What follows belongs to an exercise in optimizing a design on an open flow for small area, a short achievable clock period and few clock cycles per item; a production flow would make more cautious choices. In this exercise RTL edits were held to simulation tests only and were not proved equivalent to the original. No activity file was given, so power comes from the tool's default toggle rates.

the previous run:
// alf_line_coder
module alf_line_coder (
    input  wire        clk,
    input  wire        rst,           
    input  wire [7:0]  fmt,           
    input  wire        in_valid,
    output wire        in_ready,
    input  wire [15:0] in_sample,
    input  wire        in_last,       
    output reg         out_valid,
    input  wire        out_ready,
    output reg  [31:0] out_data,
    output reg         out_last,      
    output wire [23:0] out_nbits      
);
For scale: roughly 5,200 cells after synthesis, about 88 I/O pins, ~45,000 µm² of cells after synthesis.
Settings: LEC_CHECK=0, ABC_AREA=1, CAP_MARGIN=20, CORE_MARGIN=2, CORE_UTILIZATION=65, CTS_BUF_LIST=sky130_fd_sc_hd__clkbuf_16, CTS_CLUSTER_DIAMETER=60, CTS_CLUSTER_SIZE=30, PLACE_DENSITY=0.85, SLEW_MARGIN=20; clock period 50.0 ns.
run.sh (not shown) runs the stock make flow with config.mk's settings and CLKGATE_MAP_FILE= SYNTH_SCRIPT=/design/flow/synth_recipe.tcl, a recipe that flattens the netlist after the stock synthesis.
The previous run went all the way through the flow, and no timing, DRC or antenna check failed.
Testbench counts of the previous run, summed over its fixed seeds: cycles 108,120, samples 107,845.
Here is what was changed in the inputs of the current run compared with the previous run.
Settings: a change of CORE_UTILIZATION from 65 to 55; a change of PLACE_DENSITY from 0.85 to 0.75.
==> comparison <==
- The current run went all the way through synthesis, placement and routing and the layout is clean on timing, DRC and antenna.
- ~same area share of buffers outside the clock network in the current run and the previous run
- The current run: floorplan die area about 18% above the previous run
- Clock share of power for the current run: 0.7 points up relative to the previous run
- For the previous run, the type of the worst setup path was reg2reg, unlike the current run, where it was reg2out.

* * *

indigo:
alf_line_coder, a different RTL version from the one above (not shown whole).
Size in the first run: about 1100 flip-flops, about 88 I/O pins, roughly 51000 um2 of cells after synthesis.
clock: 50.0 ns
lec_check: 0
abc_area: 1
cap_margin: 20
core_margin: 2
core_utilization: 55
cts_buf_list: sky130_fd_sc_hd__clkbuf_8
cts_cluster_diameter: 50
cts_cluster_size: 20
place_density: 0.75
slew_margin: 20
indigo went all the way through synthesis, placement and routing and the layout is clean on timing, DRC and antenna.
Testbench counts of indigo, summed over its fixed seeds: cycles 108,120, samples 107,845.
The inputs of lagoon differ from those of indigo as listed below.
# indigo
export LEC_CHECK = 0
export ABC_AREA = 1
export CAP_MARGIN = 20
export CORE_MARGIN = 2
export CORE_UTILIZATION = 55
export CTS_BUF_LIST = sky130_fd_sc_hd__clkbuf_8
export CTS_CLUSTER_DIAMETER = 50
export CTS_CLUSTER_SIZE = 20
export PLACE_DENSITY = 0.75
export SLEW_MARGIN = 20
create_clock -name core_clock -period 50.0 [get_ports {clk}]
# lagoon
export LEC_CHECK = 0
export ABC_AREA = 1
export CAP_MARGIN = 20
export CORE_MARGIN = 2
export CORE_UTILIZATION = 40
export PLACE_DENSITY = 0.6
export SLEW_MARGIN = 20
create_clock -name core_clock -period 50.0 [get_ports {clk}]
lagoon reached the end of the flow, and the finished layout is clean on the timing, DRC and antenna checks.
When lagoon is measured against indigo, its global-route usage turns out 5.6 points lower.
Total wire length (lower): indigo
lagoon vs indigo: timing-limited maximum frequency up in lagoon
Comparing indigo against lagoon, there is no change at all in adder and majority cell fraction of the synthesized area.
Wire length of the first global-routing pass in lagoon vs indigo: up 6100 um
### lagoon -> tundra
# lagoon
export LEC_CHECK = 0
export ABC_AREA = 1
export CAP_MARGIN = 20
export CORE_MARGIN = 2
export CORE_UTILIZATION = 40
export PLACE_DENSITY = 0.6
export SLEW_MARGIN = 20
create_clock -name core_clock -period 50.0 [get_ports {clk}]
# tundra
export LEC_CHECK = 0
export ABC_AREA = 1
export CAP_MARGIN = 20
export CORE_MARGIN = 2
export CORE_UTILIZATION = 55
export CTS_BUF_LIST = sky130_fd_sc_hd__clkbuf_16
export CTS_CLUSTER_DIAMETER = 60
export CTS_CLUSTER_SIZE = 30
export PLACE_DENSITY = 0.75
export SLEW_MARGIN = 20
create_clock -name core_clock -period 50.0 [get_ports {clk}]
==> comparison <==
- tundra | stages: all done | timing, DRC, antenna: all pass
- Compared to lagoon, tundra shows a wider setup margin.
- tundra vs lagoon, hold slack went down by 27 ps.
- Of tundra and lagoon, the run reporting the higher area enclosed by the die boundary was lagoon.
- Note that the number of vias per cell after detailed routing recorded for tundra amounts to 1.09 times the value seen in lagoon.
- Y dimension of the die delta for tundra relative to lagoon: about 15% lower
- Number of non-clock buffers in the layout ended up 3 higher on tundra than on lagoon.

* * *

Another version of the RTL of alf_line_coder (not shown whole).
Size in the first run: about 5600 cells after synthesis, ~1100 flip-flops, roughly 0.061 mm² of cells after synthesis.
==> flow/design.v (excerpt) <==
module alf_line_coder (
    input  wire        clk,
    input  wire        rst,           
    input  wire [7:0]  fmt,           
    input  wire        in_valid,
    output wire        in_ready,
    input  wire [15:0] in_sample,
    input  wire        in_last,       
    output reg         out_valid,
    input  wire        out_ready,
    output reg  [31:0] out_data,
    output reg         out_last,      
    output reg  [23:0] out_nbits      
);
==> flow/config.mk <==
export PLATFORM = sky130hd
export DESIGN_NAME = alf_line_coder
export DESIGN_NICKNAME = alf_line_coder
export VERILOG_FILES = /design/flow/design.v
export SDC_FILE = /design/flow/constraint.sdc
export NUM_CORES = 4
export LEC_CHECK = 0
export ABC_CLOCK_PERIOD_IN_PS = 8000
export CAP_MARGIN = 20
export CORE_MARGIN = 2
export CORE_UTILIZATION = 40
export PLACE_DENSITY = 0.6
export SLEW_MARGIN = 20
==> flow/constraint.sdc <==
create_clock -name core_clock -period 50.0 [get_ports {clk}]
set_input_delay 10.0000 -clock core_clock [delete_from_list [all_inputs] [get_ports {clk}]]
set_output_delay 10.0000 -clock core_clock [all_outputs]
set_load 0.01 [all_outputs]
The first run passed the timing, DRC and antenna checks.
Testbench counts at the start, summed over its fixed seeds: cycles 108,132, samples 107,845.
Rerun with:
--- a/flow/config.mk
+++ b/flow/config.mk
@@ -6,5 +6,4 @@
 export NUM_CORES = 4
 export LEC_CHECK = 0
-export ABC_CLOCK_PERIOD_IN_PS = 8000
 export CAP_MARGIN = 20
 export CORE_MARGIN = 2
=>
- power is unchanged
- critical path depth stays the same
- clock-buffer cell count stays the same
- sequential power is about the same

[what the ideal ports hide]
The results above use ideal ports. As a check the final layouts listed here were re-extracted and re-timed, cells and wires unchanged. Step 1 (the two cells are an assumption about what drives the block):
set clk [get_ports {clk}]
set_driving_cell -lib_cell sky130_fd_sc_hd__clkbuf_16 $clk
set_driving_cell -lib_cell sky130_fd_sc_hd__buf_2 [delete_from_list [all_inputs] $clk]
Step 2, shift: input delay + t, output delay - t, t = (earliest + latest rising clock arrival at the registers) / 2. This alone moves slack from input paths to output paths. Three values: ideal ports, drivers, drivers and shift; two values: the first two.
run | shift t [ns] | slack for setup (ns) | worst hold slack (ns) | slew at the worst register clock pin (ns) | worst data-port slew with drivers (ns)
the previous run | 0.725 | 38.099 / 38.099 / 38.099 | 0.315 / 0.315 / 0.315 | 0.11 / 0.11 | 0.05
the current run | 0.695 | 38.270 / 38.204 / 38.105 | 0.318 / 0.318 / 0.318 | 0.11 / 0.11 | 0.07
indigo | 0.851 | 38.292 / 38.228 / 38.062 | 0.302 / 0.302 / 0.302 | 0.11 / 0.11 | 0.05
lagoon | 0.804 | 38.352 / 38.282 / 38.147 | 0.306 / 0.306 / 0.306 | 0.07 / 0.07 | 0.05
tundra | 0.724 | 38.421 / 38.348 / 38.045 | 0.279 / 0.279 / 0.279 | 0.11 / 0.11 | 0.05
the first run of note 3 | 0.788 | 35.409 / 35.409 / 35.409 | 0.401 / 0.401 / 0.401 | 0.07 / 0.07 | 0.06
the second run of note 3 | 0.788 | 35.409 / 35.409 / 35.409 | 0.401 / 0.401 / 0.401 | 0.07 / 0.07 | 0.06
After both steps every run listed still meets setup and hold. For tundra, which loses most, drivers alone change the setup slack by -0.073 ns; drivers and shift together by -0.376 ns.
